This is an optimization exercise on Yosys and OpenROAD, whose aim is small area, a short achievable clock period and few clock cycles per item, not a production implementation. The RTL was checked by simulation tests, not by an equivalence proof against the original design.

Setup of job 101:
Design srgen, start of the top module:
module srgen (
    input  wire        clk,
    input  wire        rst,
    input  wire        cfg_valid,
    output wire        cfg_ready,
    input  wire [63:0] cfg_key,
    input  wire [31:0] cfg_site,
    input  wire [31:0] cfg_step,
    output reg         out_valid,
    input  wire        out_ready,
    output reg  [63:0] out_word
);
    localparam [63:0] PHI = 64'h9E37_79B9_7F4A_7C15;
    reg  [7:0]  ph;
    reg         run;         
    reg         rwd;
    reg         rpl;
    reg  [31:0] site_q;
    reg  [7:0]  sbyte;
    reg  [63:0] tphi;
    reg  [63:0] zin;
    reg  [63:0] mid;
    wire idle = ~|ph;
    wire start = idle & cfg_valid;
    assign cfg_ready = ph[2];
    wire adv = ~out_valid | out_ready;
    wire sync = run & ~rwd & ~rpl;    
    wire [63:0] a1 = zin ^ (zin >> 30);
    wire [63:0] na1 = ~a1;
    wire ta_1 = ~(a1[3] ^ na1[0]);
    wire ta_2 = a1[3] | na1[0];
    wire ta_3, ta_4;
srgen_fa u_ta_3 (.a(a1[4]), .b(na1[1]), .c(ta_2), .s(ta_3), .co(ta_4));
    wire ta_5, ta_6;
srgen_fa u_ta_5 (.a(a1[5]), .b(na1[2]), .c(ta_4), .s(ta_5), .co(ta_6));
    wire ta_7 = ~(a1[6] ^ na1[3]);
    wire ta_8 = a1[6] | na1[3];
    wire ta_9, ta_10;
srgen_fa u_ta_9 (.a(na1[0]), .b(ta_7), .c(ta_6), .s(ta_9), .co(ta_10));
    wire ta_11, ta_12;
srgen_fa u_ta_11 (.a(a1[7]), .b(na1[4]), .c(na1[1]), .s(ta_11), .co(ta_12));
  ...
clock: 28.0 ns
lec_check: 0
cap_margin: 20
core_margin: 2
core_utilization: 55
slew_margin: 20
synth_hierarchical: 1
synth_minimum_keep_size: 0
standard.sh (not shown) runs the stock make flow with config.mk's settings and CLKGATE_MAP_FILE= SYNTH_SCRIPT=/design/flow/synth_recipe.tcl, a recipe that flattens the netlist after the stock synthesis.
==> flow/flow/run.sh <==
#!/bin/bash
# The standard layout (standard.sh) with the resizer's setup repair aiming
# for slack well above zero at the design's clock period; the SDC is the standard flow's,
# unchanged. Ports are buffered with buf_2 rather than the smallest buffer.
export SETUP_SLACK_MARGIN=21
export BUFFER_PORTS_ARGS="-buffer_cell sky130_fd_sc_hd__buf_2"
bash standard.sh > standard_flow.log 2>&1
Testbench counts of job 101, summed over its fixed seeds: cycles 13,345, items 10,457.
Changes in job 105 relative to job 101:
Settings: changing CAP_MARGIN from 20 to 40; changing SLEW_MARGIN from 20 to 50.
## What came out
Job 105 vs job 101: global-route usage over all layers down
Compared with job 101, job 105 shows length of routed wiring on met1 that has gone down slightly.
The met1 track utilization from global routing on job 105 is in line with that on job 101.
Comparing job 101 and job 105, detailed-route via count is lower on job 105.
Diff job 101 -> job 105: area after synthesis was more or less identical; die width level; detailed-route wire length dropped 1.2%.
In the metrics for job 101 and job 105, the one carrying the higher worst hold slack is job 101.
On slew at the pin with the worst max-slew slack: job 105 sits below job 101.

---

Another version of the RTL of srgen (not shown whole).
For scale: roughly 270 flip-flops, ~200 I/O pins.
## srgen
module srgen (
    input  wire        clk,
    input  wire        rst,
    input  wire        cfg_valid,
    output wire        cfg_ready,
    input  wire [63:0] cfg_key,
    input  wire [31:0] cfg_site,
    input  wire [31:0] cfg_step,
    output reg         out_valid,
    input  wire        out_ready,
    output reg  [63:0] out_word
);
Settings: LEC_CHECK=0, CAP_MARGIN=40, CORE_MARGIN=2, CORE_UTILIZATION=55, PLACE_DENSITY=0.72, SLEW_MARGIN=50, SYNTH_HIERARCHICAL=1, SYNTH_MINIMUM_KEEP_SIZE=0; clock period 28.0 ns.
Scripts as last shown in full above: flow/flow/run.sh
Testbench counts at the start, summed over its fixed seeds: cycles 13,025, items 10,457.
Rerun with:
--- a/flow/flow/run.sh
+++ b/flow/flow/run.sh
@@ -4,3 +4,3 @@
 # unchanged. Ports are buffered with buf_2 rather than the smallest buffer.
-export SETUP_SLACK_MARGIN=21
+export SETUP_SLACK_MARGIN=20.8
 export BUFFER_PORTS_ARGS="-buffer_cell sky130_fd_sc_hd__buf_2"
The new run passed the timing, DRC and antenna checks.
First-iteration DRC count shrinks by 4.7%.
Worst hold slack got worse by 18 ps.
Register-to-register slack got worse by 130 ps.
Setup slack got worse by 120 ps.
Rerun with:
--- a/flow/flow/run.sh
+++ b/flow/flow/run.sh
@@ -4,3 +4,3 @@
 # unchanged. Ports are buffered with buf_2 rather than the smallest buffer.
-export SETUP_SLACK_MARGIN=20.8
+export SETUP_SLACK_MARGIN=20.9
 export BUFFER_PORTS_ARGS="-buffer_cell sky130_fd_sc_hd__buf_2"
Core utilization is higher by 1.0 points.
Synthesized cell count is unchanged.
Worst setup slack gains 130 ps.
Final cell count is higher slightly.
Design area is higher slightly.
Rerun with:
--- a/flow/flow/run.sh
+++ b/flow/flow/run.sh
@@ -4,3 +4,3 @@
 # unchanged. Ports are buffered with buf_2 rather than the smallest buffer.
-export SETUP_SLACK_MARGIN=20.9
+export SETUP_SLACK_MARGIN=21
 export BUFFER_PORTS_ARGS="-buffer_cell sky130_fd_sc_hd__buf_2"
Settings changed: PLACE_DENSITY 0.72 to default.
=>
- The new run produced a clean layout
- die area does not change
- wire length climbs by a few percent
- design area increases slightly
- count of clock-buffer cells in the layout came out higher by 1
- hold slack is better by 19 ps
- first-iteration DRC count went down by a few percent
- register-to-register slack gains 60 ps

[port drivers added, routing unchanged]
Ports are ideal in the flow. The routed layouts listed here were re-timed in OpenROAD. Step 1: set_driving_cell puts a clkbuf_16 on clk and a buf_2 on each other input, an assumption about the parent block. Step 2 also shifts input and output timing later by t, the mid clock arrival at the registers, as if the neighbouring blocks saw the same clock. Slacks: no drivers / after step 1 / after step 2; pairs: no drivers / after step 1.
run | t (ns) | slack for setup (ns) | clock arrival spread, ns | worst register clock-pin slew, ns
job 101 | 0.669 | 20.983 / 20.983 / 20.913 | 0.049 / 0.050 | 0.08 / 0.08
job 105 | 0.690 | 21.042 / 20.967 / 20.896 | 0.052 / 0.052 | 0.08 / 0.08
the first run of note 2 | 0.617 | 20.929 / 20.973 / 20.356 | 0.044 / 0.044 | 0.07 / 0.07
the second run of note 2 | 0.629 | 20.809 / 20.847 / 20.225 | 0.035 / 0.035 | 0.06 / 0.06
the third run of note 2 | 0.623 | 20.939 / 20.899 / 20.276 | 0.030 / 0.030 | 0.07 / 0.07
the fourth run of note 2 | 0.623 | 21.006 / 21.007 / 20.384 | 0.022 / 0.021 | 0.07 / 0.07
After both steps every run listed still meets setup and hold. For the third run of note 2, which loses most, drivers alone change the setup slack by -0.040 ns; drivers and shift together by -0.663 ns.
